Background: an optimization exercise with open tools, aiming at small area, a short achievable clock period and few clock cycles per item. Do not read the settings as production practice.
The RTL was checked by simulation tests, not by an equivalence proof against the original design.
Power and IR drop assume default switching activity.

**design/flow/design.v**
```verilog
module fpdivsqrt (
    input  wire        clk,
    input  wire        rst,      
    input  wire        start,    
    input  wire        op,       
    input  wire [31:0] a,
    input  wire [31:0] b,
    output wire        ready,
    output reg         done,
    output reg  [31:0] result,
    output reg  [4:0]  flags
);
    localparam integer FR = 24;          
    localparam integer W  = FR + 3;      
    localparam [31:0] QNAN = 32'h7FC0_0000;
    wire        sa = a[31];
    wire        sb = b[31];
    wire [7:0]  ea = a[30:23];
    wire [7:0]  eb = b[30:23];
    wire [22:0] fa = a[22:0];
    wire [22:0] fb = b[22:0];
    wire a_zero = (ea == 8'd0);
    wire b_zero = (eb == 8'd0);
    wire a_max  = (ea == 8'hFF);
    wire b_max  = (eb == 8'hFF);
    wire a_fz   = (fa == 23'd0);
    wire b_fz   = (fb == 23'd0);
    wire a_inf  = a_max & a_fz;
    wire b_inf  = b_max & b_fz;
    wire a_nan  = a_max & ~a_fz;
    wire b_nan  = b_max & ~b_fz;
    wire a_snan = a_nan & ~fa[22];
    wire b_snan = b_nan & ~fb[22];
    reg  sp, sp_nan, sp_inf, sp_nv, sp_dz;
    always @(*) begin
        sp = 1'b1; sp_nan = 1'b0; sp_inf = 1'b0; sp_nv = 1'b0; sp_dz = 1'b0;
        if (!op) begin
            if (a_nan | b_nan) begin
                sp_nan = 1'b1; sp_nv = a_snan | b_snan;
            end else if (a_inf & b_inf) begin
                sp_nan = 1'b1; sp_nv = 1'b1;
            end else if (a_inf) begin
                sp_inf = 1'b1;
            end else if (b_inf) begin
            end else if (b_zero & a_zero) begin
                sp_nan = 1'b1; sp_nv = 1'b1;
            end else if (b_zero) begin
                sp_inf = 1'b1; sp_dz = 1'b1;
            end else if (a_zero) begin
            end else begin
                sp = 1'b0;
            end
        end else begin
            if (a_nan) begin
                sp_nan = 1'b1; sp_nv = a_snan;
            end else if (a_zero) begin
            end else if (sa) begin
                sp_nan = 1'b1; sp_nv = 1'b1;
            end else if (a_inf) begin
                sp_inf = 1'b1;
            end else begin
                sp = 1'b0;
            end
        end
    end
    wire [9:0]  div_exp = {2'b00, ea} + {2'b11, ~eb} + 10'd127;   
    wire [8:0]  sq_sum  = {1'b0, ea} + 9'd125;
    wire [9:0]  sq_exp  = {2'b00, sq_sum[8:1]};                   
    wire [24:0] sq_m1  = ea[0] ? {2'b00, fa} : {fa[22], ~fa[22], fa[21:0], 1'b0};
    wire [W-1:0] w_init = op ? {sq_m1, 2'b00} : {3'b001, fa, 1'b0};
    reg          busy;       
    reg          fin;        
    reg  [12:0]  md;         
    reg  [11:0]  ms;         
    reg          sign_q;
    reg  [9:0]   exp_q;      
    reg  [W-1:0] w;          
    reg  [W-1:0] pn;         
    reg  [25:0]  s;          
    reg          spq, spq_nan, spq_inf, spq_nv, spq_dz;
    assign ready = ~busy;
    wire   last  = md[12] | ms[11];
    reg [W-1:0] b1, b2;      
    reg [25:0]  k1, k2;      
    integer i;
    always @(*) begin
        b1 = {W{1'b0}};
        b2 = {W{1'b0}};
        k1 = 26'd0;
        k2 = 26'd0;
        for (i = 0; i < 12; i = i + 1) begin
            b1[FR-1-2*i] = ms[i];
            b2[FR-2-2*i] = ms[i];
            k1[24-2*i] = ms[i];
            k2[23-2*i] = ms[i];
        end
        for (i = 0; i < 13; i = i + 1) begin
            k1[25-2*i] = k1[25-2*i] | md[i];
            k2[24-2*i] = k2[24-2*i] | md[i];
        end
    end
    wire [W-1:0] f1n  = pn & ~b1;
    wire [W-1:0] f2bn = pn & ~b2;
    wire [W-1:0] f2an = pn & ~(b1 << 1) & ~b2;
    wire [W+2:0] a2n  = {2'b11, pn, 1'b1} & ~{2'b00, b1, 1'b0};
    wire [W+2:0] cx = {2'b00, w, 1'b1};
    wire [W+2:0] cy = a2n;
    wire [W+2:0] cz = {3'b111, f2an};
    wire [W+2:0] cs = cx ^ cy ^ cz;
    wire [W+2:0] cc = (cx & cy) | (cx & cz) | (cy & cz);
    wire [W:0]   t1;
    wire [W+1:0] t2b;
    wire [W+2:0] t2a;
    pfx_add #(W+1) u_t1  (.a({1'b0, w}), .b({1'b1, f1n}), .ci(1'b1), .s(t1));
    pfx_add #(W+2) u_t2b (.a({1'b0, w, 1'b0}), .b({2'b11, f2bn}), .ci(1'b1), .s(t2b));
    pfx_add #(W+3) u_t2a (.a(cs), .b({cc[W+1:0], 1'b1}), .ci(1'b0), .s(t2a));
    wire d1 = ~t1[W];
    wire d2 = d1 ? ~t2a[W+2] : ~t2b[W+1];
    reg [W-1:0] wn;
    always @(*) begin
        case ({d1, d2})
            2'b11:   wn = {t2a[W-2:0], 1'b0};
            2'b10:   wn = {t1[W-3:0], 2'b00};
            2'b01:   wn = {t2b[W-2:0], 1'b0};
            default: wn = {w[W-3:0], 2'b00};
        endcase
    end
    wire [25:0] sn = s | (d1 ? k1 : 26'd0) | (d2 ? k2 : 26'd0);
    wire        hi      = s[25];
    wire [22:0] frac    = hi ? s[24:2] : s[23:1];
    wire        rbit    = hi ? s[1] : s[0];
    wire        sticky  = (hi & s[0]) | (w != {W{1'b0}});
    wire        rinc    = rbit & (sticky | frac[0]);
    wire        inexact = rbit | sticky;
    wire [30:0] xin = {exp_q[7:0], frac};
    reg  [30:0] pa, pb;      
    integer d, n;
    always @(*) begin
        pa = {xin[29:0], 1'b1};
        for (d = 1; d < 31; d = d * 2) begin
            pb = pa;
            for (n = d; n < 31; n = n + 1)
                if ((n / d) % 2 == 1)
                    pb[n] = pa[n] & pa[(n / d) * d - 1];
            pa = pb;
        end
    end
    wire [30:0] inc = xin ^ (pa & {31{rinc}});
    wire uf      = exp_q[9] | (exp_q == 10'd0);
    wire of_big  = ~exp_q[9] & (exp_q[8] | (exp_q[7:0] == 8'hFF));
    wire of_rnd  = (exp_q == 10'd254) & rinc & (&frac);
    reg [31:0] rnd_res;
    reg [4:0]  rnd_flg;
    always @(*) begin
        if (spq) begin
            rnd_res = spq_nan ? QNAN : {sign_q, spq_inf ? 8'hFF : 8'h00, 23'd0};
            rnd_flg = {3'b000, spq_dz, spq_nv};
        end else if (uf) begin
            rnd_res = {sign_q, 31'd0};
            rnd_flg = 5'b11000;
        end else if (of_big) begin
            rnd_res = {sign_q, 8'hFF, 23'd0};
            rnd_flg = 5'b10100;
        end else begin
            rnd_res = {sign_q, inc};
            rnd_flg = {inexact, 1'b0, of_rnd, 2'b00};
        end
    end
    always @(posedge clk) begin
        if (rst) begin
            busy <= 1'b0;
            fin  <= 1'b0;
            done <= 1'b0;
        end else begin
            done <= fin;
            if (!busy) begin
                busy <= start & ~sp;
                fin  <= start & sp;
            end else begin
                busy <= ~last;
                fin  <= last;
            end
        end
        result <= rnd_res;
        flags  <= rnd_flg;
        if (!busy) begin
            md      <= {12'd0, ~op};
            ms      <= {11'd0, op};
            sign_q  <= op ? sa : (sa ^ sb);
            exp_q   <= op ? {1'b0, sq_exp} : div_exp;
            w       <= w_init;
            pn      <= op ? ~{2'b01, 25'd0} : ~{3'b001, fb, 1'b0};
            s       <= op ? {1'b1, 25'd0} : 26'd0;
            spq     <= sp;
            spq_nan <= sp_nan;
            spq_inf <= sp_inf;
            spq_nv  <= sp_nv;
            spq_dz  <= sp_dz;
        end else begin
            md <= md << 1;
            ms <= ms << 1;
            w  <= wn;
            s  <= sn;
            if (ms != 12'd0) pn <= ~{1'b0, sn};
            if (md[1] | ms[1]) exp_q <= exp_q + {9'd0, s[25]};
        end
    end
endmodule
module pfx_add #(
    parameter integer N = 8
) (
    input  wire [N-1:0] a,
    input  wire [N-1:0] b,
    input  wire         ci,
    output wire [N-1:0] s
);
    reg [N-1:0] g, p, gn, pn;
    integer d, i;
    always @(*) begin
        g = a & b;
        p = a ^ b;
        for (d = 1; d < N; d = d * 2) begin
            gn = g;
            pn = p;
            for (i = d; i < N; i = i + 1) begin
                if ((i / d) % 2 == 1) begin
                    gn[i] = g[i] | (p[i] & g[(i / d) * d - 1]);
                    pn[i] = p[i] & p[(i / d) * d - 1];
                end
            end
            g = gn;
            p = pn;
        end
    end
    wire [N-1:0] c = {g[N-2:0] | (p[N-2:0] & {(N-1){ci}}), ci};
    assign s = a ^ b ^ c;
endmodule
```
**design/flow/constraint.sdc**
```tcl
create_clock -name core_clock -period 5.0 [get_ports {clk}]
set_input_delay 1.0000 -clock core_clock [delete_from_list [all_inputs] [get_ports {clk}]]
set_output_delay 1.0000 -clock core_clock [all_outputs]
set_load 0.01 [all_outputs]
```
**design/flow/config.mk**
```make
export PLATFORM = sky130hd
export DESIGN_NAME = fpdivsqrt
export DESIGN_NICKNAME = fpdivsqrt
export VERILOG_FILES = /design/flow/design.v
export SDC_FILE = /design/flow/constraint.sdc
export NUM_CORES = 4
export LEC_CHECK = 0
export ABC_AREA = 1
export CAP_MARGIN = 20
export CORE_MARGIN = 2
export CORE_UTILIZATION = 40
export SETUP_SLACK_MARGIN = 1.7
export SLEW_MARGIN = 20
```
**design/flow/standard.sh**
```bash
#!/bin/bash
# synth_recipe.tcl (not shown) runs the flow's synth.tcl, then flattens the netlist and writes it again
# the make line also repeats each setting of config.mk as NAME=value (left out here)
make -C /OpenROAD-flow-scripts/flow DESIGN_CONFIG=/design/flow/config.mk WORK_HOME=/design/flow/orfs CLKGATE_MAP_FILE= SYNTH_SCRIPT=/design/flow/synth_recipe.tcl "${@:-finish}"
```
**design/flow/flow/run.sh**
```bash
#!/bin/bash
# The standard layout (the standard.sh) with these changes:
#  - port buffers are the smallest buffer, sky130_fd_sc_hd__buf_1, which the
#    resizer may still upsize where timing or slew needs it;
#  - clock tree synthesis builds the tree from small clock buffers and
#    inserts no dummy loads.
# make's full output goes to run_make.log in this folder; ORFS's own per-step
# logs are under orfs/logs/.
set -euo pipefail
bash standard.sh \
  "BUFFER_PORTS_ARGS=-buffer_cell sky130_fd_sc_hd__buf_1" \
  "CTS_ARGS=-sink_clustering_enable -repair_clock_nets -dont_use_dummy_load -buf_list {sky130_fd_sc_hd__clkbuf_2 sky130_fd_sc_hd__clkbuf_4 sky130_fd_sc_hd__clkbuf_8}" \
  finish > run_make.log 2>&1
```
==> results of run 1 <==
## kinds of logic (layout without fill, tap and decap cells)
logic type / Yosys count / count (layout) / synth area share (%)
flip-flops: 159 / 159 / 26.3
multiplexers: 2 / 2 / 0.146
adder cells (fa/ha/maj): 132 / 132 / 13.8
AO/OA/AOI/OAI: 328 / 328 / 14.5
XOR/XNOR: 31 / 31 / 1.98
AND/OR/NAND/NOR: 975 / 981 / 31.2
buffers and inverters: 412 / 543 / 12.0
## registers in the layout, indices dropped and copies added, names as in the netlist, 5 cells and up
signal  count
pn         26
md         13
ms         12
w          26
exp_q      10
flags       5
s          26
result     32
## metal layers
layer | wire, µm | up-vias | global-route usage, %
met5 | 0 | - | 0
met4 | 992 | 0 | 7.18
met3 | 2200 | 49 | 3.11
met2 | 20700 | 373 | 41.1
met1 | 20500 | 6410 | 33.4
li1 | - | 6855 | -
## repair_timing
item	in CTS	in global routing
pin swaps	8	31
resized for setup	30	75
gates cloned	4	2
endpoints found under the setup margin	76	78
setup buffers	17	24
## synthesized netlist by cell type (4+ instances only)
| cell type | number |
|---|---|
| nand2_2 | 8 |
| o21a_1 | 6 |
| nand4_1 | 33 |
| nor2_1 | 212 |
| or2_2 | 15 |
| nand2_1 | 497 |
| inv_2 | 14 |
| clkbuf_1 | 20 |
| xnor2_1 | 14 |
| buf_4 | 5 |
| o21ai_1 | 16 |
| buf_2 | 8 |
| a21oi_1 | 138 |
| nor4_1 | 15 |
| o21ai_0 | 91 |
| nor2_4 | 4 |
| o21ai_2 | 7 |
| nor3_1 | 19 |
| o22ai_1 | 5 |
| o211ai_1 | 8 |
| o22ai_2 | 22 |
| xor2_1 | 17 |
| dfxtp_1 | 117 |
| nor2_2 | 10 |
| edfxtp_1 | 42 |
| a31oi_1 | 7 |
| a21o_1 | 5 |
| inv_1 | 351 |
| nand2_4 | 4 |
| nand3_1 | 124 |
| buf_6 | 8 |
| fa_1 | 32 |
| nand3_2 | 7 |
| nand3b_1 | 11 |
| ha_1 | 100 |
| o21bai_1 | 6 |
## power groups by stage
stage	Combinational [mW]	Sequential [mW]	Clock (mW)
finish	6.17	1.72	0.749
floorplan	3.82	1.67	0
detailed placement	4.91	1.75	0
CTS	5.57	1.72	0.762
global route	6.80	1.74	0.801
global placement	4.88	1.75	0
## final timing paths
| kind | start | to |
|---|---|---|
| max | pn[16] | pn[10] |
| min | fin | done |
| min reg2reg | fin | done |
| max reg2reg | pn[16] | pn[10] |
## cell type report
cell class	instances	area [µm²]	share of cell area, %
sequential	159	3620	23.3
tap	448	561	3.60
clock buffer	17	234	1.50
multi-input combinational	1474	8840	56.8
timing repair buffer	158	916	5.88
inverter	368	1390	8.95
## per-stage QoR
step	power [mW]	worst slack [ns]	cells	util [%]	cell area [µm²]
after CTS	8.05	1.70	2598	44.9	15100
after global routing	9.33	1.66	2624	46.3	15600
after detailed placement	6.65	1.25	2560	43.0	14500
after global placement	6.63	1.26	2560	43.0	14500
final	8.64	1.83	2624	46.3	15600
after floorplan	5.50	1.76	2039	-	13700
## critical path: stages (launching register included)
cell and delay [ns]:
edfxtp_1 0.41, inv_1 0.06, nor2_2 0.12, nand2_1 0.08, fa_1 0.52, inv_1 0.05, ha_1 0.30, nand2_2 0.09
nor2_4 0.15, nand2_2 0.09, nor4_2 0.20, nand2_1 0.12, nand2_4 0.13, inv_6 0.06, nand2_8 0.15, nand2_8 0.12
o22ai_2 0.13, nor2_1 0.06
==> impl_metrics.json, run 1 <==
{
  "dr.pass1.iters": 7,
  "antenna_left": 0,
  "cts_made_buffers": 17,
  "outcome": "complete, no violations",
  "worstPathRequired_ns": 5.17,
  "timing.critical_path.to_type": "flip-flop",
  "antennaDiodeCount": 0,
  "hp-class": "flip-flop to flip-flop",
  "regToRegSetupSlack_ns": 1.83,
  "max-vdd-ir-drop_v": 0.000388,
  "hold_ws_ns": 0.409,
  "power.share.clock_pct": 8.7,
  "drive_above_1_share_pct": 11.3,
  "slew_at_the_pin_with_the_worst_max_slew_slack_ns": 0.940,
  "synthesis.yosys.warnings": 4,
  "finalWirelength_um": 44400,
  "portion_of_total_power_attributed_to_sequential_cells_pct": 19.9,
  "synth_nets": 2239,
  "setup_tns_after_final_layout_ns": 0,
  "synth_enable_flop_cells": 42,
  "grt_max_degree": 61,
  "cts-root-buf": "clkbuf_8",
  "synth-async-reset-ratio_pct": 0,
  "cts-root-to-sink-buffers": 2,
  "drc": 0,
  "global_route.overflow_total": 0,
  "power.net_switching_mw": 4.52,
  "place.gp.congestion": 0.923,
  "cts_htree_levels": 4,
  "cellLeakagePower_nw": 7.44,
  "start_util_pct": 40.7,
  "port_buffers": 106,
  "die_span_y_um": 189,
  "yosys_register_bits": 159,
  "insertion_delay_ns": 0.47,
  "min_period_over_period_pct": 63.3,
  "initial_antenna_violation_count": 0,
  "detailedRoute.firstIterationViolations": 817,
  "cp_data_arrival_time_ns": 3.33,
  "grt_setup_unrepaired": "true",
  "timing.final.hold_violations": 0,
  "detail_route.vias_per_cell": 5.22,
  "cts.reportedPaths.clkPinSlew_ns": 0.12,
  "ys.flop_type": "dfxtp_1",
  "post-synth-top-area-fraction_pct": 17.1,
  "placement_rows": 67,
  "synth_area_leader_cell": "dfxtp_1",
  "syn_area_mm2": 0.0137,
  "worst-path-max-fanout": 7,
  "filler_cells": 3515,
  "timing.final.max_slew_violations": 0,
  "timing.setup.critical_path_class": "flip-flop to flip-flop",
  "switching_share_pct": 52.3,
  "tritoncts_num_sinks": 159,
  "final_common_cell": "nand2_1",
  "share_comb_of_total_power_pct": 71.5,
  "wire_per_inst_um": 16.9,
  "nNetsFinal": 2378,
  "holdPathStages": 2,
  "cts_hold_buf": 0,
  "ratio_of_total_power_to_cell_area_mw_per_mm2": 555,
  "synth_area_leaders": "dfxtp_1, nand2_1, inv_1",
  "area_enclosed_by_the_die_boundary_mm2": 0.0357,
  "maximum_clock_frequency_ghz": 0.316,
  "postSynthCellCount": 2039,
  "core-area_mm2": 0.0336,
  "setup_viol": 0,
  "share_of_synthesized_area_occupied_by_flip_flops_and_latches_pct": 26.3,
  "floorplan.io_pins": 107,
  "timing.critical_path.from_type": "flip-flop",
  "die_w_um": 189,
  "detailroute.via_count": 13700,
  "avgSynthCellArea_um2": 6.71,
  "timing.clock.skew_ns": 0.0531,
  "power_report.internal_total_mw": 4.12,
  "count_of_cells_along_the_worst_register_to_register_path": 17,
  "hpwlAfterDp_um": 33800,
  "max_cap_viols": 0,
  "cts_tree": "done",
  "grt_pass1_wl_um": 69200,
  "slew_headroom_pct": 37.3,
  "grt_pass1_vias": 12800,
  "areaGrowthSynthToFinish_pct": 13.8,
  "final_cell_mix": "nand2_1, inv_1, nor2_1",
  "grt_usage_pct": 24.7,
  "final.min_clock_period_ns": 3.17,
  "yosys.cell_types.count": 63
}
Testbench counts, summed over its fixed seeds: cycles 162,076, ops 12,000.
==> run 2: changes to the inputs <==
--- a/design/flow/config.mk
+++ b/design/flow/config.mk
@@ -9,5 +9,6 @@
 export CAP_MARGIN = 20
 export CORE_MARGIN = 2
 export CORE_UTILIZATION = 40
+export GPL_ROUTABILITY_DRIVEN = 0
 export SETUP_SLACK_MARGIN = 1.7
 export SLEW_MARGIN = 20
==> run 2 against run 1 <==
Net effect: die area is the same; still clean; first-iteration DRC count grew 61%; non-clock buffer count grew 13; cell count grew 0.50%; power grew 0.95%; via count grew 2.3%; largest cell class unchanged; clock power is essentially flat; global-route usage is essentially flat.
==> impl_metrics.json, run 2 <==
{
  "outcome": "complete, no violations",
  "core-area_mm2": 0.0336,
  "area_enclosed_by_the_die_boundary_mm2": 0.0357,
  "critical_path.top_delay_family": "simple AND/OR/NAND/NOR gates",
  "critPathMostFrequentCell": "nand2_1",
  "synth_simple_gate_area_share_pct": 31.2,
  "synth.top_cells.by_count": "nand2_1, inv_1, nor2_1, a21oi_1, nand3_1",
  "final-seq-area_mm2": 0.00362,
  "worst-path-max-fanout": 7,
  "maximum_clock_frequency_ghz": 0.312,
  "timing.critical_path.from_type": "flip-flop",
  "port_buffers": 106,
  "cts.reportedPaths.clkPinSlew_ns": 0.08,
  "dp_cells": 2559,
  "final.min_clock_period_ns": 3.21,
  "post-route-worst-setup-slack_ns": 1.79,
  "start_util_pct": 40.7,
  "yosys.cell_count.top_type": "nand2_1",
  "avgSynthCellArea_um2": 6.71,
  "finalPower_mw": 8.72,
  "cts-root-to-sink-buffers": 2,
  "hp-class": "flip-flop to flip-flop",
  "grt_setup_unrepaired": "true",
  "timing.setup.critical_path_class": "flip-flop to flip-flop",
  "synth_area_leader_cell": "dfxtp_1",
  "postSynthCellCount": 2039,
  "path_cells": "inv_1, nor2_4, nand2_1, fa_2, inv_1, ha_1, nand2_1, inv_2, nand2_1, nor3_2, nand2_2, nand2_4, nand2_2, nand2_4, inv_6, nand2_8, nand2_8, o22ai_4, nor2_1",
  "wire_per_inst_um": 17.1,
  "final_common_cell": "nand2_1",
  "grt_usage_pct": 24.6,
  "synth_area_leaders": "dfxtp_1, nand2_1, inv_1",
  "drive_above_1_share_pct": 11.7,
  "timing.final.max_slew_violations": 0,
  "cts_made_buffers": 17,
  "filler_cells": 3394,
  "max-vdd-ir-drop_v": 0.000412,
  "slew_headroom_pct": 31.3,
  "antenna_left": 0,
  "hold_ws_ns": 0.415,
  "global_route.overflow_total": 0,
  "finalInstanceArea_mm2": 0.0157,
  "syn_area_mm2": 0.0137,
  "post-synth-top-area-fraction_pct": 17.1,
  "slowest_delay_ns": 0.54,
  "yosys.cell_types.count": 63,
  "slowest_cp_cell": "fa_2",
  "power_report.internal_total_mw": 4.13,
  "cellLeakagePower_nw": 7.50,
  "share_of_synthesized_area_occupied_by_flip_flops_and_latches_pct": 26.3,
  "setup_viol": 0,
  "fraction_of_synthesized_cell_area_in_xor_and_xnor_cells_pct": 1.98,
  "grt_max_degree": 47,
  "ys.flop_type": "dfxtp_1",
  "detailroute.via_count": 14000,
  "dr.pass1.iters": 6,
  "place_worst_setup_slack_ns": 1.09,
  "share_of_synthesized_cell_area_in_full_adder_half_adder_and_majority_cells_pct": 13.8,
  "finalWirelength_um": 45100,
  "cp_data_arrival_time_ns": 3.37,
  "post_layout_nonfiller_instances": 2637,
  "die_span_y_um": 189,
  "die_w_um": 189,
  "grt_pass1_vias": 12900,
  "area_fraction_in_compound_gates_after_synthesis_pct": 14.5,
  "largest_register_ffs": 32,
  "cts_tree": "done",
  "tritoncts_num_sinks": 159,
  "synthesis.yosys.warnings": 4,
  "ratio_of_total_power_to_cell_area_mw_per_mm2": 555,
  "cts_htree_levels": 4,
  "timing.critical_path.to_type": "flip-flop",
  "dominant_combinational_cell_family_by_area_after_synthesis": "simple AND/OR/NAND/NOR gates",
  "hpwlAfterDp_um": 33800,
  "floorplan.io_pins": 107,
  "switching_share_pct": 52.7,
  "timing.clock.skew_ns": 0.0607,
  "power.net_switching_mw": 4.60,
  "synth_nets": 2239,
  "placement_rows": 67,
  "yosys_register_bits": 159,
  "timing.final.hold_violations": 0,
  "insertion_delay_ns": 0.47,
  "nNetsFinal": 2390,
  "setup_tns_after_final_layout_ns": 0,
  "max_cap_viols": 0,
  "areaGrowthSynthToFinish_pct": 14.9,
  "critical_path.n_buffers_inverters": 4,
  "initial_antenna_violation_count": 1,
  "share_comb_of_total_power_pct": 71.7,
  "slew_at_the_pin_with_the_worst_max_slew_slack_ns": 1.03,
  "synth-async-reset-ratio_pct": 0,
  "multi_input_comb_area_mm2": 0.00896,
  "detail_route.vias_per_cell": 5.31,
  "layout.core_utilization_pct": 46.8,
  "final_cell_mix": "nand2_1, inv_1, nor2_1",
  "drc": 0,
  "detailedRoute.firstIterationViolations": 1315,
  "power.share.clock_pct": 8.6,
  "synth.mux.area_fraction_pct": 0.146,
  "dpl-instance-area_mm2": 0.0145,
  "synth_enable_flop_cells": 42,
  "regMostFlops": "result",
  "grt_pass1_wl_um": 69100,
  "worstPathRequired_ns": 5.17,
  "portion_of_total_power_attributed_to_sequential_cells_pct": 19.7,
  "cts-root-buf": "clkbuf_8",
  "min_period_over_period_pct": 64.1
}
[run 2: final cells by class]
cell class	instances	area share [%]
repair buffers	171	6.09
inverters	368	8.85
well taps	448	3.57
multi-input cells	1473	57.0
clock buffers	17	1.49
flip-flops and latches	159	23.0
diodes	1	0.0159
[run 2: path summary, 6_finish.rpt]
path	to	start	cells after the start	slack (ns)
hold reg to reg	done	fin	2	0.42
setup / recovery	pn[12]	pn[8]	19	1.79
hold / removal	done	fin	2	0.42
setup reg to reg	pn[12]	pn[8]	19	1.79
[run 2: cell families after synthesis]
| group | after synthesis |
|---|---|
| muxes | 2 |
| buffers and inverters | 412 |
| xor gates and xnor gates | 31 |
| adders and majority gates | 132 |
| and+or+nand+nor | 975 |
| AOI/OAI and AO/OA | 328 |
| DFF | 159 |
[run 2: worst reg2reg max path, stage by stage, from the launching register on]
cell and delay [ns]:
edfxtp_1 0.40, inv_1 0.09, nor2_4 0.11, nand2_1 0.08, fa_2 0.54, inv_1 0.05
ha_1 0.27, nand2_1 0.06, inv_2 0.07, nand2_1 0.10, nor3_2 0.16, nand2_2 0.09
nand2_4 0.13, nand2_2 0.09, nand2_4 0.13, inv_6 0.06, nand2_8 0.16, nand2_8 0.13
o22ai_4 0.15, nor2_1 0.06
[run 2: metal layers]
metal	GRT usage, %	vias to the layer above	share of wire (%)
met3	3.28	83	5.9
met1	33.5	6558	45
met5	0	-	0
met2	40.3	489	46
met4	7.96	0	3.4
li1	-	6877	-
[run 2: repair_timing]
action | 4_1_cts | 5_1_grt
pin swaps | 11 | 37
cloned | 5 | 2
endpoints found under the setup margin | 76 | 78
endpoints found under the hold margin | 0 | 0
hold buffers | 0 | 0
resized for setup | 32 | 87
buffers inserted | 16 | 37
[run 2: power by group through the flow]
stage	sequential (mW)	combinational [mW]	clock, mW
floorplan	1.67	3.82	0
global placement	1.75	4.82	0
detailed placement	1.75	4.90	0
CTS	1.72	5.49	0.762
global route	1.74	6.87	0.803
finish	1.72	6.25	0.750
==> run 3: changes to the inputs <==
--- a/design/flow/config.mk
+++ b/design/flow/config.mk
@@ -9,6 +9,5 @@
 export CAP_MARGIN = 20
 export CORE_MARGIN = 2
 export CORE_UTILIZATION = 40
-export GPL_ROUTABILITY_DRIVEN = 0
-export SETUP_SLACK_MARGIN = 1.7
+export SETUP_SLACK_MARGIN = 1.6
 export SLEW_MARGIN = 20
==> run 3 against run 2 <==
Net effect: still clean on timing, DRC and antenna; worst hold slack worse by 0.0068 ns; area after synthesis unchanged; maximum frequency down 1.1%; via count down 1.9%; utilization down 1.0 points; cell count down 0.61%; die area unchanged; first-iteration DRC count down 32%; global-route usage down 0.40 points; critical endpoint is now pn[6].
==> impl_metrics.json, run 3 <==
{
  "outcome": "complete, no violations",
  "yosys.cell_count.top_type": "nand2_1",
  "worst-path-max-fanout": 7,
  "hpwlAfterDp_um": 33800,
  "max-vdd-ir-drop_v": 0.000331,
  "place.gp.congestion": 0.923,
  "layout.core_utilization_pct": 45.7,
  "synth.top_cells.by_count": "nand2_1, inv_1, nor2_1, a21oi_1, nand3_1",
  "die_span_y_um": 189,
  "hp-class": "flip-flop to flip-flop",
  "area_enclosed_by_the_die_boundary_mm2": 0.0357,
  "timing.setup.critical_path_class": "flip-flop to flip-flop",
  "timing.critical_path.from_type": "flip-flop",
  "grt_pass1_vias": 12700,
  "antenna_left": 0,
  "synth_enable_flop_cells": 42,
  "filler_cells": 3548,
  "multi_input_comb_area_mm2": 0.00875,
  "postSynthCellCount": 2039,
  "post-route-worst-setup-slack_ns": 1.76,
  "cellLeakagePower_nw": 7.39,
  "finalInstanceArea_mm2": 0.0154,
  "areaGrowthSynthToFinish_pct": 12.3,
  "detailroute.via_count": 13700,
  "drc": 0,
  "post-synth-top-area-fraction_pct": 17.1,
  "max_cap_viols": 0,
  "count_of_cells_along_the_worst_register_to_register_path": 17,
  "cts-root-to-sink-buffers": 2,
  "ratio_of_total_power_to_cell_area_mw_per_mm2": 546,
  "crit-reg2reg-capture": "pn[6]",
  "cp_data_arrival_time_ns": 3.43,
  "grt_setup_unrepaired": "true",
  "timing.final.max_slew_violations": 0,
  "dr.pass1.iters": 6,
  "yosys.cell_types.count": 63,
  "insertion_delay_ns": 0.47,
  "wire_per_inst_um": 16.9,
  "cts_htree_levels": 4,
  "global_route.overflow_total": 0,
  "place_worst_setup_slack_ns": 1.25,
  "syn_area_mm2": 0.0137,
  "cts.reportedPaths.clkPinSlew_ns": 0.12,
  "synth_area_leader_cell": "dfxtp_1",
  "grt_max_degree": 61,
  "holdPathStages": 2,
  "timing.clock.skew_ns": 0.0531,
  "finalWirelength_um": 44200,
  "setup_viol": 0,
  "synth-async-reset-ratio_pct": 0,
  "worstSetupStartpoint": "pn[16]",
  "final_cell_mix": "nand2_1, inv_1, nor2_1",
  "timing.final.hold_violations": 0,
  "worstPathRequired_ns": 5.19,
  "min_period_over_period_pct": 64.8,
  "reg2reg_from": "pn[16]",
  "drive_above_1_share_pct": 9.85,
  "grt_usage_pct": 24.2,
  "port_buffers": 106,
  "final-seq-area_mm2": 0.00361,
  "grt_pass1_wl_um": 68200,
  "post_layout_nonfiller_instances": 2621,
  "regToRegSetupSlack_ns": 1.76,
  "placement_rows": 67,
  "dpl-instance-area_mm2": 0.0145,
  "synthesis.yosys.warnings": 4,
  "antennaDiodeCount": 0,
  "floorplan.io_pins": 107,
  "final.min_clock_period_ns": 3.24,
  "maximum_clock_frequency_ghz": 0.309,
  "largest_register_ffs": 32,
  "slew_at_the_pin_with_the_worst_max_slew_slack_ns": 0.945,
  "die_w_um": 189,
  "slew_headroom_pct": 37.0,
  "cts_made_buffers": 17,
  "cts_hold_buf": 0,
  "synth_nets": 2239,
  "avgSynthCellArea_um2": 6.71,
  "hold_ws_ns": 0.409,
  "core-area_mm2": 0.0336,
  "setup_tns_after_final_layout_ns": 0,
  "start_util_pct": 40.7,
  "finalPower_mw": 8.39,
  "final_common_cell": "nand2_1",
  "regMostFlops": "result",
  "share_of_synthesized_area_occupied_by_flip_flops_and_latches_pct": 26.3,
  "yosys_register_bits": 159,
  "ys.flop_type": "dfxtp_1",
  "critical_path.endpoint": "pn[6]",
  "nNetsFinal": 2375,
  "synth_area_leaders": "dfxtp_1, nand2_1, inv_1",
  "dp_cells": 2560,
  "cts-root-buf": "clkbuf_8",
  "cts_tree": "done",
  "detailedRoute.firstIterationViolations": 889,
  "detail_route.vias_per_cell": 5.24,
  "initial_antenna_violation_count": 0,
  "timing.critical_path.to_type": "flip-flop",
  "tritoncts_num_sinks": 159
}
## run 3: cell count changes in the layout (fill, tap and decap cells not counted), moves of 4 or more
cell,previous run,this run
buf_4,57,43
dfxtp_1,107,111
dfxtp_2,10,6
ha_1,91,96
ha_4,9,4
nand2_1,479,487
nand2_2,19,14
o21ai_0,84,89
o22ai_4,5,0
## run 3: worst min-delay path by stage
stage | start | to | slack, ns
finish | fin | done | 0.41
global route | fin | done | 0.43
CTS | fin | done | 0.41
detailed placement | fin | done | 0.40
global placement | fin | done | 0.41
floorplan | fin | done | 0.39
## run 3: cells by family after synthesis
family | Yosys count | share of synthesized area (%)
AND/OR/NAND/NOR | 975 | 31.2
buffers and inverters | 412 | 12.0
AO/OA/AOI/OAI | 328 | 14.5
flip-flops | 159 | 26.3
adder cells (fa/ha/maj) | 132 | 13.8
XOR/XNOR | 31 | 1.98
multiplexers | 2 | 0.146
## run 3: final cells by class
type	instances	area share [%]
timing repair buffer	155	5.36
inverter	368	9.05
tap	448	3.65
clock buffer	17	1.52
sequential	159	23.5
multi-input combinational	1474	56.9
## run 3: power breakdown
group	leakage (nW)	switching (mW)	total [mW]	internal, mW
sequential	1.37	0.217	1.72	1.50
combinational	5.90	3.75	5.92	2.17
clock	0.122	0.455	0.756	0.301
## run 3: what timing repair did
item / 4_1_cts / 5_1_grt
gates resized for setup: 12 / 50
cloned: 1 / 5
buffers inserted: 9 / 29
setup endpoints to repair: 72 / 78
pin swaps: 2 / 17
## run 3: worst max-delay path, stage by stage (launching register included)
cell and delay, ns:
edfxtp_1 0.41, inv_1 0.06, nor2_2 0.12, nand2_1 0.08
fa_1 0.52, inv_1 0.05, ha_1 0.29, nand2_1 0.11
nor2_4 0.15, nand2_1 0.12, nor4_2 0.16, nand2_1 0.13
nand2_4 0.15, inv_4 0.08, nand2_8 0.18, nand2_4 0.14
o22ai_2 0.14, nor2_1 0.05
## run 3: per-layer routing
layer  wire, µm  GRT usage (%)
met5          0              0
met4        787           5.86
met3       2480           3.02
met2      20800           41.1
met1      20200           32.7
==> run 4: changes to the inputs <==
--- a/design/flow/design.v
+++ b/design/flow/design.v
@@ -116,15 +116,9 @@
     pfx_add #(W+3) u_t2a (.a(cs), .b({cc[W+1:0], 1'b1}), .ci(1'b0), .s(t2a));
     wire d1 = ~t1[W];
     wire d2 = d1 ? ~t2a[W+2] : ~t2b[W+1];
-    reg [W-1:0] wn;
-    always @(*) begin
-        case ({d1, d2})
-            2'b11:   wn = {t2a[W-2:0], 1'b0};
-            2'b10:   wn = {t1[W-3:0], 2'b00};
-            2'b01:   wn = {t2b[W-2:0], 1'b0};
-            default: wn = {w[W-3:0], 2'b00};
-        endcase
-    end
+    wire [W-1:0] wa = d1 ? {t2a[W-2:0], 1'b0} : {t2b[W-2:0], 1'b0};
+    wire [W-1:0] wb = !busy ? w_init : d1 ? {t1[W-3:0], 2'b00} : {w[W-3:0], 2'b00};
+    wire [W-1:0] wn = (busy & d2) ? wa : wb;
     wire [25:0] sn = s | (d1 ? k1 : 26'd0) | (d2 ? k2 : 26'd0);
     wire        hi      = s[25];
     wire [22:0] frac    = hi ? s[24:2] : s[23:1];
@@ -182,13 +176,13 @@
             end
         end
         result <= rnd_res;
+        w      <= wn;
         flags  <= rnd_flg;
         if (!busy) begin
             md      <= {12'd0, ~op};
             ms      <= {11'd0, op};
             sign_q  <= op ? sa : (sa ^ sb);
             exp_q   <= op ? {1'b0, sq_exp} : div_exp;
-            w       <= w_init;
             pn      <= op ? ~{2'b01, 25'd0} : ~{3'b001, fb, 1'b0};
             s       <= op ? {1'b1, 25'd0} : 26'd0;
             spq     <= sp;
@@ -199,7 +193,6 @@
         end else begin
             md <= md << 1;
             ms <= ms << 1;
-            w  <= wn;
             s  <= sn;
             if (ms != 12'd0) pn <= ~{1'b0, sn};
             if (md[1] | ms[1]) exp_q <= exp_q + {9'd0, s[25]};
--- a/design/flow/config.mk
+++ b/design/flow/config.mk
@@ -9,5 +9,5 @@
 export CAP_MARGIN = 20
 export CORE_MARGIN = 2
 export CORE_UTILIZATION = 40
-export SETUP_SLACK_MARGIN = 1.6
+export SETUP_SLACK_MARGIN = 1.7
 export SLEW_MARGIN = 20
==> run 4 against run 3 <==
Net effect: maximum frequency up 0.89%; global-route usage decreased by 0.45 points; largest cell class unchanged; sequential cell count unchanged.
==> impl_metrics.json, run 4 <==
{
  "port_buffers": 106,
  "yosys_register_bits": 159,
  "max_cap_viols": 0,
  "global_route.overflow_total": 0,
  "tritoncts_num_sinks": 159,
  "place_worst_setup_slack_ns": 1.08,
  "regMostFlops": "result",
  "slew_at_the_pin_with_the_worst_max_slew_slack_ns": 0.912,
  "yosys.cell_types.count": 54,
  "cts_htree_levels": 4,
  "die_w_um": 187,
  "grt_usage_pct": 23.8,
  "ratio_of_total_power_to_cell_area_mw_per_mm2": 564,
  "synth-async-reset-ratio_pct": 0,
  "yosys.cell_count.top_type": "nand2_1",
  "start_util_pct": 40.4,
  "synth_enable_flop_cells": 42,
  "cts-root-buf": "clkbuf_8",
  "count_of_cells_along_the_worst_register_to_register_path": 17,
  "post-synth-top-area-fraction_pct": 17.4,
  "nNetsFinal": 2366,
  "grt_busiest_layer": "met2",
  "gr-usage-met3_pct": 3.43,
  "place.gp.congestion": 0.890,
  "insertion_delay_ns": 0.47,
  "timing.clock.skew_ns": 0.0423,
  "grt_pass1_wl_um": 66700,
  "antennaDiodeCount": 0,
  "outcome": "complete, no violations",
  "area_enclosed_by_the_die_boundary_mm2": 0.0351,
  "finalInstanceArea_mm2": 0.0152,
  "worstSetupStartpoint": "pn[16]",
  "layout.core_utilization_pct": 45.7,
  "grt_setup_unrepaired": "false",
  "hpwlAfterDp_um": 32000,
  "groute.layer.met1.usage_pct": 32.6,
  "die_span_y_um": 187,
  "reg2reg_from": "pn[16]",
  "finalPower_mw": 8.58,
  "finalWirelength_um": 43500,
  "dpl-instance-area_mm2": 0.0142,
  "final_common_cell": "nand2_1",
  "areaGrowthSynthToFinish_pct": 13.2,
  "cts-root-to-sink-buffers": 2,
  "postSynthCellCount": 2033,
  "timing.setup.critical_path_class": "flip-flop to flip-flop",
  "slew_headroom_pct": 39.0,
  "regToRegSetupSlack_ns": 1.79,
  "min_period_over_period_pct": 64.3,
  "final_cell_mix": "nand2_1, inv_1, nor2_1",
  "detailedRoute.firstIterationViolations": 1256,
  "timing.final.hold_violations": 0,
  "max-vdd-ir-drop_v": 0.000288,
  "cts_made_buffers": 17,
  "grt_max_degree": 48,
  "synth.top_cells.by_count": "nand2_1, inv_1, nor2_1, nand3_1, a21oi_1",
  "core-area_mm2": 0.0333,
  "dr.pass1.iters": 6,
  "holdPathStages": 2,
  "crit-reg2reg-capture": "w[11]",
  "detail_route.vias_per_cell": 5.27,
  "detailroute.via_count": 13800,
  "cp_data_arrival_time_ns": 3.54,
  "timing.critical_path.to_type": "flip-flop",
  "drc": 0,
  "groute.layer.met2.usage_pct": 38.5,
  "syn_area_mm2": 0.0134,
  "timing.final.max_slew_violations": 0,
  "synthesis.yosys.warnings": 4,
  "cts_tree": "done",
  "maximum_clock_frequency_ghz": 0.311,
  "post-route-worst-setup-slack_ns": 1.79,
  "drive_above_1_share_pct": 8.69,
  "synth_area_leaders": "dfxtp_1, nand2_1, edfxtp_1",
  "synth_area_leader_cell": "dfxtp_1",
  "ys.flop_type": "dfxtp_1",
  "antenna_left": 0,
  "placement_rows": 67,
  "grt_pass1_vias": 12700,
  "wire_per_inst_um": 16.6,
  "avgSynthCellArea_um2": 6.61,
  "floorplan.io_pins": 107,
  "share_of_synthesized_area_occupied_by_flip_flops_and_latches_pct": 26.8,
  "final.min_clock_period_ns": 3.21,
  "cellLeakagePower_nw": 7.26,
  "cts_hold_buf": 0,
  "synth_nets": 2233,
  "cts.reportedPaths.clkPinSlew_ns": 0.11,
  "largest_register_ffs": 32,
  "hp-class": "flip-flop to flip-flop",
  "initial_antenna_violation_count": 0,
  "worst-path-max-fanout": 7,
  "setup_viol": 0,
  "timing.critical_path.from_type": "flip-flop",
  "critical_path.endpoint": "w[11]",
  "setup_tns_after_final_layout_ns": 0,
  "worstPathRequired_ns": 5.32
}
[run 4: cell type report]
cell class                      count  area (µm²)
Fill cell                        3473       18100
Sequential cell                   159        3620
Timing Repair Buffer              163         916
Timing Repair inverter              3        25.0
Inverter                          330        1250
Clock buffer                       17         234
Tap cell                          448         561
Multi-Input combinational cell   1492        8600
[run 4: report_power, final]
group          switching, mW  internal, mW
sequential             0.280          1.53
clock                  0.438         0.301
combinational           3.72          2.31
[run 4: metal layers]
layer / up-vias / wire, µm
met1: 6350 / 19800
li1: 6857 / -
met4: 0 / 1410
met5: - / 0
met3: 87 / 2670
met2: 469 / 19600
[run 4: worst max-delay path, stage by stage (launching register included)]
cell and delay [ns]:
edfxtp_1 0.49, inv_1 0.08, nor2_2 0.13, nand2_1 0.08, fa_1 0.51, inv_1 0.09, ha_4 0.28, nand2_4 0.06
nor2_4 0.16, nand2_2 0.11, nor2_2 0.14, a21oi_2 0.07, nand2_2 0.12, buf_6 0.12, nand3_4 0.24, buf_6 0.25
nand2_1 0.07, nand2_1 0.05
[run 4: kinds of logic (layout without fill, tap and decap cells)]
group / count (synthesis) / after routing / synth area share, %
mux: 1 / 1 / 0.0745
compound gates: 338 / 338 / 13.6
buf+inv: 384 / 513 / 11.3
fa+ha+maj: 132 / 132 / 14.1
flops: 159 / 159 / 26.8
simple gates: 984 / 986 / 31.8
xor+xnor: 35 / 35 / 2.28
[run 4: worst min-delay path by stage]
stage / slack (ns) / endpoint / startpoint
final: 0.42 / done / fin
after global routing: 0.43 / md[1] / md[0]
after CTS: 0.42 / done / fin
after detailed placement: 0.39 / done / fin
after global placement: 0.40 / done / fin
after floorplan: 0.39 / done / fin
[run 4: per-stage QoR]
stage | hold slack (ns) | std cells
CTS | 0.417 | 2574
floorplan | 0.388 | 2033
global placement | 0.399 | 2545
detailed placement | 0.395 | 2545
global route | 0.425 | 2612
finish | 0.417 | 2612
[run 4: timing repair]
item / 4_1_cts / 5_1_grt
gates resized for setup: 21 / 66
endpoints found under the hold margin: 0 / 0
pin swaps: 4 / 18
buffers inserted: 9 / 34
cloned: 3 / 4
endpoints found under the setup margin: 78 / 65
Testbench counts of run 4, summed over its fixed seeds: cycles 162,076, ops 12,000.
==> run 5: changes to the inputs <==
--- a/design/flow/design.v
+++ b/design/flow/design.v
@@ -119,7 +119,15 @@
     wire [W-1:0] wa = d1 ? {t2a[W-2:0], 1'b0} : {t2b[W-2:0], 1'b0};
     wire [W-1:0] wb = !busy ? w_init : d1 ? {t1[W-3:0], 2'b00} : {w[W-3:0], 2'b00};
     wire [W-1:0] wn = (busy & d2) ? wa : wb;
-    wire [25:0] sn = s | (d1 ? k1 : 26'd0) | (d2 ? k2 : 26'd0);
+    wire        sq    = (ms != 12'd0);        
+    wire [25:0] s_b   = busy ? s : (op ? {1'b1, 25'd0} : 26'd0);
+    wire [25:0] kb1   = busy ? k1 : 26'd0;
+    wire [25:0] kb2   = busy ? k2 : 26'd0;
+    wire [25:0] sn    = s_b | ({26{d1}} & kb1) | ({26{d2}} & kb2);
+    wire [W-1:0] pn_b = !busy ? (op ? ~{2'b01, 25'd0} : ~{3'b001, fb, 1'b0})
+                      : sq ? ~{1'b0, s} : pn;
+    wire [W-1:0] pnn  = pn_b & ~{1'b0, {26{d1 & sq}} & kb1}
+                             & ~{1'b0, {26{d2 & sq}} & kb2};
     wire        hi      = s[25];
     wire [22:0] frac    = hi ? s[24:2] : s[23:1];
     wire        rbit    = hi ? s[1] : s[0];
@@ -177,14 +185,14 @@
         end
         result <= rnd_res;
         w      <= wn;
+        s      <= sn;
+        pn     <= pnn;
         flags  <= rnd_flg;
         if (!busy) begin
             md      <= {12'd0, ~op};
             ms      <= {11'd0, op};
             sign_q  <= op ? sa : (sa ^ sb);
             exp_q   <= op ? {1'b0, sq_exp} : div_exp;
-            pn      <= op ? ~{2'b01, 25'd0} : ~{3'b001, fb, 1'b0};
-            s       <= op ? {1'b1, 25'd0} : 26'd0;
             spq     <= sp;
             spq_nan <= sp_nan;
             spq_inf <= sp_inf;
@@ -193,8 +201,6 @@
         end else begin
             md <= md << 1;
             ms <= ms << 1;
-            s  <= sn;
-            if (ms != 12'd0) pn <= ~{1'b0, sn};
             if (md[1] | ms[1]) exp_q <= exp_q + {9'd0, s[25]};
         end
     end
==> run 5 against run 4 <==
Net effect: still clean on timing, DRC and antenna; critical path depth is 2 lower; first-iteration DRC count is 6.0% lower; clock power hardly changed; via count is 2.5% higher; sequential cell count stayed put; cell count is 2.4% higher; utilization is 1.3 points lower; non-clock buffer count is 34 lower; critical path type unchanged.
==> impl_metrics.json, run 5 <==
{
  "outcome": "complete, no violations",
  "global_route.overflow_total": 0,
  "regMostFlops": "result",
  "worstPathRequired_ns": 5.36,
  "area_enclosed_by_the_die_boundary_mm2": 0.0361,
  "areaGrowthSynthToFinish_pct": 10.1,
  "cts.reportedPaths.clkPinSlew_ns": 0.08,
  "ys.flop_type": "dfxtp_1",
  "cts_tree": "done",
  "finalWirelength_um": 45700,
  "antennaDiodeCount": 0,
  "timing.final.max_slew_violations": 0,
  "portion_of_total_power_attributed_to_sequential_cells_pct": 20.8,
  "avgSynthCellArea_um2": 6.48,
  "filler_cells": 3654,
  "slowest_cp_cell": "dfxtp_1",
  "grt_usage_pct": 25.1,
  "cts-root-to-sink-buffers": 2,
  "synth_area_leader_cell": "dfxtp_1",
  "synth.top_cells.by_count": "nand2_1, inv_1, nor2_1, a21oi_1, dfxtp_1",
  "ratio_of_total_power_to_cell_area_mw_per_mm2": 567,
  "tritoncts_num_sinks": 159,
  "crit-reg2reg-capture": "pn[22]",
  "postSynthCellCount": 2134,
  "slew_headroom_pct": 33.8,
  "post_layout_nonfiller_instances": 2675,
  "timing.critical_path.to_type": "flip-flop",
  "antenna_left": 0,
  "synth_area_leaders": "dfxtp_1, nand2_1, ha_1",
  "multi_input_comb_area_mm2": 0.00918,
  "place.gp.congestion": 0.950,
  "cts_htree_levels": 4,
  "regToRegSetupSlack_ns": 1.83,
  "hp-class": "flip-flop to flip-flop",
  "largest_register_ffs": 32,
  "cts-root-buf": "clkbuf_8",
  "start_util_pct": 40.3,
  "path_cells": "inv_1, nor2_2, fa_1, ha_1, inv_1, nor3_2, nand2_1, nand3_1, nand3b_4, nand2_8, nor2_4, buf_4, nand2_1, nand2_1, inv_1",
  "power.net_switching_mw": 4.69,
  "hpwlAfterDp_um": 34500,
  "count_of_cells_along_the_worst_register_to_register_path": 15,
  "syn_area_mm2": 0.0138,
  "timing.critical_path.from_type": "flip-flop",
  "synth-async-reset-ratio_pct": 0,
  "floorplan.io_pins": 107,
  "detailroute.via_count": 14100,
  "synth_enable_flop_cells": 16,
  "share_comb_of_total_power_pct": 70.7,
  "detailedRoute.firstIterationViolations": 1181,
  "share_of_synthesized_cell_area_in_full_adder_half_adder_and_majority_cells_pct": 13.7,
  "dr.pass1.iters": 7,
  "cellLeakagePower_nw": 7.32,
  "max_cap_viols": 0,
  "grt_pass1_wl_um": 71000,
  "critical_path.n_buffers_inverters": 4,
  "yosys_register_bits": 159,
  "port_buffers": 106,
  "maximum_clock_frequency_ghz": 0.315,
  "drive_above_1_share_pct": 7.75,
  "synthesis.yosys.warnings": 4,
  "min_period_over_period_pct": 63.5,
  "detail_route.vias_per_cell": 5.28,
  "grt_setup_unrepaired": "true",
  "finalPower_mw": 8.64,
  "drc": 0,
  "final-seq-area_mm2": 0.00337,
  "die_w_um": 190,
  "worst-path-max-fanout": 15,
  "power_report.internal_total_mw": 3.95,
  "die_span_y_um": 190,
  "slew_at_the_pin_with_the_worst_max_slew_slack_ns": 0.991,
  "final_common_cell": "nand2_1",
  "hp-start": "fin",
  "synth_simple_gate_area_share_pct": 31.9,
  "timing.setup.critical_path_class": "flip-flop to flip-flop",
  "critical_path.top_delay_family": "simple AND/OR/NAND/NOR gates",
  "initial_antenna_violation_count": 0,
  "slowest_delay_ns": 0.48,
  "holdPathStages": 2,
  "setup_viol": 0,
  "reg2reg_from": "pn[23]",
  "share_of_synthesized_area_occupied_by_flip_flops_and_latches_pct": 24.2,
  "worst_hold_path.endpoint": "done",
  "post-synth-top-area-fraction_pct": 20.7,
  "wire_per_inst_um": 17.1,
  "yosys.cell_types.count": 59,
  "timing.clock.skew_ns": 0.0240,
  "setup_tns_after_final_layout_ns": 0,
  "switching_share_pct": 54.3,
  "cp_data_arrival_time_ns": 3.53,
  "timing.final.hold_violations": 0,
  "yosys.cell_count.top_type": "nand2_1",
  "placement_rows": 68,
  "max-vdd-ir-drop_v": 0.000262,
  "synth.mux.area_fraction_pct": 0.0724,
  "insertion_delay_ns": 0.48,
  "dominant_combinational_cell_family_by_area_after_synthesis": "simple AND/OR/NAND/NOR gates",
  "area_fraction_in_compound_gates_after_synthesis_pct": 16.6,
  "dp_cells": 2643,
  "nNetsFinal": 2422,
  "final_cell_mix": "nand2_1, inv_1, nor2_1",
  "grt_pass1_vias": 13000,
  "power.share.clock_pct": 8.5,
  "synth_nets": 2334,
  "core-area_mm2": 0.0343,
  "grt_max_degree": 68,
  "fraction_of_synthesized_cell_area_in_xor_and_xnor_cells_pct": 2.34,
  "cts_made_buffers": 17,
  "final.min_clock_period_ns": 3.17
}
## run 5: changes by cell type in the layout (fill, tap and decap cells not counted), sizes merged, moves of 9 or more
cell / delta
nand2: +80
edfxtp: -26
o21ai: +20
nand3: -32
inv: -9
o211ai: +10
o22ai: +16
a21oi: +14
dfxtp: +26
nand4: -14
buf: -34
## run 5: per-layer routing
metal	wire length (µm)	part of all wire [%]	GRT usage [%]	up-vias
li1	-	-	-	7101
met1	21200	47	35.6	6437
met2	19500	43	38.9	499
met3	3230	7.1	3.38	75
met4	1660	3.6	9.00	0
met5	0	0	0	-
## run 5: worst register-to-register path, stage by stage (launching register included)
cell,delay (ns)
dfxtp_1,0.48
inv_1,0.12
nor2_2,0.27
fa_1,0.46
ha_1,0.33
inv_1,0.10
nor3_2,0.33
nand2_1,0.09
nand3_1,0.09
nand3b_4,0.21
nand2_8,0.13
nor2_4,0.15
buf_4,0.16
nand2_1,0.05
nand2_1,0.05
inv_1,0.04
## run 5: worst max-delay path by stage
stage	endpoint	depth (start not counted)	slack [ns]	start
CTS	pn[22]	16	1.71	pn[20]
global placement	w[9]	16	1.27	ms[11]
global route	pn[22]	16	1.68	ms[4]
detailed placement	w[3]	16	1.16	pn[10]
floorplan	exp_q[7]	18	1.70	a[23]
finish	pn[22]	15	1.83	pn[23]
## run 5: final cells by class
class	count	area share, %
clock buffer	17	1.54
inverter	319	7.94
multi-input combinational	1596	60.3
sequential	159	22.1
tap	455	3.74
timing repair buffer	129	4.37
## run 5: timing repair
action	CTS	global route
setup endpoints to repair	77	80
hold endpoints to repair	0	0
pin swaps	6	8
gates cloned	3	1
setup buffers	8	3
hold buffers	0	0
resized for setup	24	57
## run 5: kinds of logic (layout without fill, tap and decap cells)
kind of cell	Yosys count	count (layout)
AOI/OAI and AO/OA	403	403
xor gates and xnor gates	37	37
adders and majority gates	132	132
buffers and inverters	382	465
DFF	159	159
muxes	1	1
and+or+nand+nor	1020	1023
## run 5: power groups by stage
stage | clock network [mW] | logic, mW | registers [mW]
floorplan | 0 | 4.27 | 1.71
global route | 0.799 | 6.80 | 1.82
detailed placement | 0 | 5.42 | 1.81
CTS | 0.748 | 5.80 | 1.79
finish | 0.738 | 6.10 | 1.80
global placement | 0 | 5.38 | 1.81
## run 5: stage by stage
| step | hold WS [ns] | setup WS [ns] | cell area (µm²) | util, % |
|---|---|---|---|---|
| final | 0.415 | 1.83 | 15200 | 44.4 |
| after global routing | 0.428 | 1.68 | 15200 | 44.4 |
| after CTS | 0.417 | 1.71 | 15000 | 43.7 |
| after detailed placement | 0.409 | 1.16 | 14500 | 42.4 |
| after global placement | 0.398 | 1.27 | 14500 | 42.4 |
| after floorplan | 0.388 | 1.70 | 13800 | - |
Testbench counts of run 5, summed over its fixed seeds: cycles 162,076, ops 12,000.
==> run 6: changes to the inputs <==
--- a/design/flow/config.mk
+++ b/design/flow/config.mk
@@ -9,5 +9,5 @@
 export CAP_MARGIN = 20
 export CORE_MARGIN = 2
 export CORE_UTILIZATION = 40
-export SETUP_SLACK_MARGIN = 1.7
+export SETUP_SLACK_MARGIN = 2.1
 export SLEW_MARGIN = 20
==> run 6 against run 5 <==
Net effect: highest routed layer unchanged; synthesized cell count stayed put; clock skew rose by 0.020 ns; still clean on timing, DRC and antenna; critical endpoint is now w[18]; cell count is 2.2% higher.
==> impl_metrics.json, run 6 <==
{
  "outcome": "complete, no violations",
  "holdPathStages": 2,
  "multi_input_comb_area_mm2": 0.00988,
  "synth.top_cells.by_count": "nand2_1, inv_1, nor2_1, a21oi_1, dfxtp_1",
  "worstPathRequired_ns": 5.40,
  "synth_area_leader_cell": "dfxtp_1",
  "initial_antenna_violation_count": 1,
  "synth.mux.area_fraction_pct": 0.0724,
  "dp_cells": 2646,
  "timing.clock.skew_ns": 0.0436,
  "final_common_cell": "nand2_1",
  "hp-class": "flip-flop to flip-flop",
  "cts-root-buf": "clkbuf_8",
  "min_period_over_period_pct": 62.7,
  "synth-async-reset-ratio_pct": 0,
  "regToRegSetupSlack_ns": 1.86,
  "cp_data_arrival_time_ns": 3.54,
  "hp-start": "fin",
  "postSynthCellCount": 2134,
  "grt_pass1_vias": 13900,
  "port_buffers": 106,
  "place.gp.congestion": 0.934,
  "area_fraction_in_compound_gates_after_synthesis_pct": 16.6,
  "cellLeakagePower_nw": 7.87,
  "grt_max_degree": 63,
  "cts_made_buffers": 17,
  "detailroute.via_count": 14700,
  "path_cells": "or2_4, nor2_4, fa_1, ha_4, nand2_4, nor4_4, nand2_2, nand2_4, buf_6, inv_2, fa_2, xor2_1, o21ai_1, nand2_1, nand2_1",
  "max-vdd-ir-drop_v": 0.000285,
  "areaGrowthSynthToFinish_pct": 21.1,
  "final_cell_mix": "nand2_1, inv_1, nor2_1",
  "antenna_left": 0,
  "ys.flop_type": "dfxtp_1",
  "yosys.cell_types.count": 59,
  "synthesis.yosys.warnings": 4,
  "share_of_synthesized_area_occupied_by_flip_flops_and_latches_pct": 24.2,
  "yosys_register_bits": 159,
  "tritoncts_num_sinks": 159,
  "dominant_combinational_cell_family_by_area_after_synthesis": "simple AND/OR/NAND/NOR gates",
  "start_util_pct": 40.3,
  "slew_headroom_pct": 29.6,
  "synth_area_leaders": "dfxtp_1, nand2_1, ha_1",
  "placement_rows": 68,
  "grt_usage_pct": 27.2,
  "post-synth-top-area-fraction_pct": 20.7,
  "detail_route.vias_per_cell": 5.38,
  "wire_per_inst_um": 18.0,
  "slowest_cp_cell": "fa_1",
  "cts.reportedPaths.clkPinSlew_ns": 0.08,
  "reg2reg_from": "ms[5]",
  "post_layout_nonfiller_instances": 2735,
  "place_worst_setup_slack_ns": 1.19,
  "slowest_delay_ns": 0.47,
  "hpwlAfterDp_um": 35200,
  "timing.critical_path.from_type": "flip-flop",
  "avgSynthCellArea_um2": 6.48,
  "antennaDiodeCount": 0,
  "die_w_um": 190,
  "count_of_cells_along_the_worst_register_to_register_path": 15,
  "core-area_mm2": 0.0343,
  "timing.final.hold_violations": 0,
  "hold_ws_ns": 0.413,
  "setup_tns_after_final_layout_ns": 0,
  "timing.setup.critical_path_class": "flip-flop to flip-flop",
  "die_span_y_um": 190,
  "slew_at_the_pin_with_the_worst_max_slew_slack_ns": 1.05,
  "dr.pass1.iters": 6,
  "timing.critical_path.to_type": "flip-flop",
  "grt_setup_unrepaired": "true",
  "cts_hold_buf": 0,
  "nNetsFinal": 2482,
  "drc": 0,
  "timing.final.max_slew_violations": 0,
  "area_enclosed_by_the_die_boundary_mm2": 0.0361,
  "fraction_of_synthesized_cell_area_in_xor_and_xnor_cells_pct": 2.34,
  "global_route.overflow_total": 0,
  "finalPower_mw": 10.3,
  "final.min_clock_period_ns": 3.14,
  "regMostFlops": "result",
  "cts-root-to-sink-buffers": 2,
  "cts_tree": "done",
  "synth_simple_gate_area_share_pct": 31.9,
  "worst-path-max-fanout": 4,
  "syn_area_mm2": 0.0138,
  "largest_register_ffs": 32,
  "grt_pass1_wl_um": 76400,
  "maximum_clock_frequency_ghz": 0.319,
  "final-seq-area_mm2": 0.00343,
  "ratio_of_total_power_to_cell_area_mw_per_mm2": 616,
  "setup_viol": 0,
  "yosys.cell_count.top_type": "nand2_1",
  "cts_htree_levels": 4,
  "synth_enable_flop_cells": 16,
  "max_cap_viols": 0,
  "share_of_synthesized_cell_area_in_full_adder_half_adder_and_majority_cells_pct": 13.7,
  "crit-reg2reg-capture": "w[18]",
  "insertion_delay_ns": 0.48,
  "worst_hold_path.endpoint": "done",
  "post-route-worst-setup-slack_ns": 1.86,
  "floorplan.io_pins": 107,
  "filler_cells": 3466,
  "synth_nets": 2334,
  "finalWirelength_um": 49100,
  "drive_above_1_share_pct": 17.2,
  "detailedRoute.firstIterationViolations": 1484
}
-- run 6: area by class of cell --
cell class                      count  share of cell area, %
Multi-Input combinational cell   1597                   59.0
Sequential cell                   159                   20.5
Timing Repair Buffer              184                   7.91
Inverter                          319                   7.46
Tap cell                          455                   3.40
Clock buffer                       17                   1.40
Timing Repair inverter              4                  0.366
-- run 6: through the flow --
step                utilization, %  area (µm²)
floorplan                        -       13900
global placement              42.7       14600
detailed placement            42.7       14600
CTS                           46.8       16000
global route                  48.8       16700
finish                        48.8       16700
-- run 6: layer usage --
layer	wire length [µm]	share of wire [%]	vias to the layer above	track usage, %
met3	4100	8.3	101	4.37
met4	2160	4.4	0	11.8
met2	21500	44	600	42.9
li1	-	-	7223	-
met1	21400	43	6795	36.9
met5	0	0	-	0
-- run 6: how the worst max path moves through the flow --
stage / to / slack (ns) / cells past startpoint / start
global route: pn[11] / 1.80 / 16 / pn[20]
detailed placement: pn[12] / 1.19 / 18 / ms[11]
finish: w[18] / 1.86 / 15 / ms[5]
CTS: pn[12] / 1.93 / 20 / ms[11]
global placement: pn[24] / 1.22 / 18 / ms[11]
floorplan: exp_q[7] / 1.95 / 18 / a[23]
-- run 6: report_power, final --
| group | leakage (nW) | total (mW) | switching, mW | internal [mW] |
|---|---|---|---|---|
| combinational | 6.39 | 7.78 | 4.65 | 3.13 |
| clock | 0.122 | 0.745 | 0.445 | 0.301 |
| sequential | 1.35 | 1.80 | 0.304 | 1.49 |
-- run 6: critical path: cells and delay by family, from the launching register on --
| kind | cells | cell delay, ns |
|---|---|---|
| adder cells (fa/ha/maj) | 3 | 1.11 |
| AND/OR/NAND/NOR | 8 | 1.09 |
| flip-flops | 1 | 0.38 |
| AO/OA/AOI/OAI | 1 | 0.18 |
| buffers and inverters | 2 | 0.16 |
| XOR/XNOR | 1 | 0.15 |
-- run 6: cells by family (layout without fill, tap and decap cells) --
family / count (synthesis) / in the layout
mux: 1 / 1
xor+xnor: 37 / 37
fa+ha+maj: 132 / 132
compound gates: 403 / 403
simple gates: 1020 / 1024
buf+inv: 382 / 524
flops: 159 / 159
-- run 6: what timing repair did --
action,CTS,global route
gates cloned,11,1
gates resized for setup,188,149
setup buffers,38,22
endpoints found under the hold margin,0,0
pin swaps,50,51
endpoints found under the setup margin,80,98
==> run 7: changes to the inputs <==
--- a/design/flow/config.mk
+++ b/design/flow/config.mk
@@ -9,5 +9,5 @@
 export CAP_MARGIN = 20
 export CORE_MARGIN = 2
 export CORE_UTILIZATION = 40
-export SETUP_SLACK_MARGIN = 2.1
+export SETUP_SLACK_MARGIN = 1.9
 export SLEW_MARGIN = 20
==> run 7 against run 6 <==
Net effect: largest cell class unchanged; sequential cell count stayed put; critical path depth down 1; non-clock buffer count decreased by 35; global-route usage fell by 2.1 points; setup slack improved by 0.076 ns; cell count decreased by 1.5%; via count is 3.9% lower; wire length is 7.9% lower; largest power group unchanged; highest routed layer unchanged; utilization fell by 3.2 points.
==> impl_metrics.json, run 7 <==
{
  "worstPathRequired_ns": 5.35,
  "global_route.overflow_total": 0,
  "avgSynthCellArea_um2": 6.48,
  "timing.critical_path.to_type": "flip-flop",
  "switching_share_pct": 53.0,
  "final_common_cell": "nand2_1",
  "final-seq-area_mm2": 0.00341,
  "regMostFlops": "result",
  "timing.setup.critical_path_class": "flip-flop to flip-flop",
  "area_enclosed_by_the_die_boundary_mm2": 0.0361,
  "initial_antenna_violation_count": 0,
  "floorplan.io_pins": 107,
  "timing.final.max_slew_violations": 0,
  "max-vdd-ir-drop_v": 0.000263,
  "power_report.internal_total_mw": 4.19,
  "detailroute.via_count": 14100,
  "start_util_pct": 40.3,
  "filler_cells": 3586,
  "postSynthCellCount": 2134,
  "yosys.cell_types.count": 59,
  "yosys.cell_count.top_type": "nand2_1",
  "synth_area_leader_cell": "dfxtp_1",
  "grt_usage_pct": 25.1,
  "synth.top_cells.by_count": "nand2_1, inv_1, nor2_1, a21oi_1, dfxtp_1",
  "die_w_um": 190,
  "cts-root-buf": "clkbuf_8",
  "count_of_cells_along_the_worst_register_to_register_path": 14,
  "areaGrowthSynthToFinish_pct": 13.2,
  "power.share.clock_pct": 8.3,
  "critical_path.endpoint": "w[18]",
  "synth_nets": 2334,
  "final_cell_mix": "nand2_1, inv_1, nor2_1",
  "post-synth-top-area-fraction_pct": 20.7,
  "yosys_register_bits": 159,
  "timing.critical_path.from_type": "flip-flop",
  "hp-class": "flip-flop to flip-flop",
  "regToRegSetupSlack_ns": 1.94,
  "insertion_delay_ns": 0.48,
  "cp_data_arrival_time_ns": 3.41,
  "hold_ws_ns": 0.413,
  "power.net_switching_mw": 4.72,
  "outcome": "complete, no violations",
  "tritoncts_num_sinks": 159,
  "syn_area_mm2": 0.0138,
  "largest_register_ffs": 32,
  "reg2reg_from": "pn[19]",
  "die_span_y_um": 190,
  "min_period_over_period_pct": 61.2,
  "antennaDiodeCount": 0,
  "drc": 0,
  "placement_rows": 68,
  "place.gp.congestion": 0.938,
  "core-area_mm2": 0.0343,
  "maximum_clock_frequency_ghz": 0.327,
  "setup_viol": 0,
  "detail_route.vias_per_cell": 5.25,
  "final.min_clock_period_ns": 3.06,
  "setup_tns_after_final_layout_ns": 0,
  "dr.pass1.iters": 6,
  "ys.flop_type": "dfxtp_1",
  "cts.reportedPaths.clkPinSlew_ns": 0.08,
  "detailedRoute.firstIterationViolations": 1150,
  "timing.final.hold_violations": 0,
  "worstSetupStartpoint": "pn[19]",
  "cellLeakagePower_nw": 7.48,
  "grt_pass1_vias": 13000,
  "ratio_of_total_power_to_cell_area_mw_per_mm2": 569,
  "finalPower_mw": 8.91,
  "hpwlAfterDp_um": 34900,
  "synth_area_leaders": "dfxtp_1, nand2_1, ha_1",
  "drive_above_1_share_pct": 10.5,
  "wire_per_inst_um": 16.8,
  "multi_input_comb_area_mm2": 0.00937,
  "finalWirelength_um": 45200,
  "share_comb_of_total_power_pct": 71.5,
  "antenna_left": 0,
  "slew_headroom_pct": 35.0,
  "crit-reg2reg-capture": "w[18]",
  "portion_of_total_power_attributed_to_sequential_cells_pct": 20.2,
  "hp-start": "fin",
  "nNetsFinal": 2440,
  "holdPathStages": 2,
  "cts_htree_levels": 4,
  "synth-async-reset-ratio_pct": 0,
  "share_of_synthesized_area_occupied_by_flip_flops_and_latches_pct": 24.2,
  "max_cap_viols": 0,
  "worst-path-max-fanout": 8,
  "synthesis.yosys.warnings": 4,
  "timing.clock.skew_ns": 0.0312,
  "cts_made_buffers": 17,
  "synth_enable_flop_cells": 16,
  "grt_pass1_wl_um": 70800,
  "grt_max_degree": 71,
  "grt_setup_unrepaired": "true",
  "cts-root-to-sink-buffers": 2,
  "slew_at_the_pin_with_the_worst_max_slew_slack_ns": 0.974,
  "cts_tree": "done",
  "port_buffers": 106
}
[run 7: stage by stage]
stage	instances	area (µm²)	setup slack (ns)	util (%)
floorplan	2134	13900	1.90	-
global placement	2648	14600	1.23	42.6
detailed placement	2648	14600	1.19	42.6
CTS	2677	15200	1.90	44.5
global route	2693	15700	1.79	45.6
finish	2693	15700	1.94	45.6
[run 7: power by group through the flow]
| stage | sequential [mW] | combinational (mW) | clock (mW) |
|---|---|---|---|
| after global routing | 1.83 | 7.09 | 0.805 |
| after CTS | 1.79 | 5.90 | 0.754 |
| after global placement | 1.81 | 5.41 | 0 |
| final | 1.80 | 6.37 | 0.744 |
| after floorplan | 1.71 | 4.27 | 0 |
| after detailed placement | 1.82 | 5.46 | 0 |
[run 7: worst max-delay path, stage by stage, from the launching register on]
cell      delay, ns
dfxtp_2        0.42
inv_1          0.06
nor2_1         0.21
fa_1           0.50
ha_4           0.33
nand2_1        0.12
nor3_4         0.24
nand2_2        0.10
nor2_2         0.14
nand3_2        0.11
nand3b_4       0.15
nand3_4        0.20
buf_4          0.25
nand2_1        0.08
nand2_1        0.05
[run 7: cell type report]
| cell class | instances | share of cell area, % |
|---|---|---|
| inverters | 319 | 7.83 |
| multi-input cells | 1594 | 59.9 |
| well taps | 455 | 3.64 |
| flip-flops and latches | 159 | 21.8 |
| repair buffers | 149 | 5.42 |
| clock buffers | 17 | 1.49 |
[run 7: kinds of logic (layout without fill, tap and decap cells)]
family                     Yosys count  in the layout  synth area share (%)
AOI/OAI and AO/OA                  403            403                  16.6
xor gates and xnor gates            37             37                  2.34
adders and majority gates          132            132                  13.7
muxes                                1              1                0.0724
buffers and inverters              382            485                  11.2
DFF                                159            159                  24.2
and+or+nand+nor                   1020           1021                  31.9
[run 7: how the worst min path moves through the flow]
stage / to / slack [ns]
after global placement: done / 0.39
final: done / 0.41
after global routing: done / 0.42
after detailed placement: done / 0.40
after floorplan: done / 0.39
after CTS: done / 0.41
[run 7: timing repair]
action,CTS,global route
pin swaps,17,25
setup endpoints to repair,79,80
hold buffers,0,0
hold endpoints to repair,0,0
cloned,2,1
buffers inserted,10,15
resized for setup,81,76
[run 7: layer usage]
metal | share of wire [%] | routed length [µm] | global-route usage [%] | up-vias
met5 | 0 | 0 | 0 | -
met4 | 3.4 | 1550 | 8.50 | 0
met3 | 6.1 | 2780 | 3.45 | 58
met2 | 43 | 19600 | 39.5 | 452
met1 | 47 | 21300 | 35.3 | 6513
li1 | - | - | - | 7126

Check on run 7: ideal ports give 1.940 ns setup slack; a clkbuf_16 on the clock port and buf_2 on the inputs give 1.940 ns; moving port delays by the midpoint clock arrival (0.509 ns) as well gives 1.520 ns.
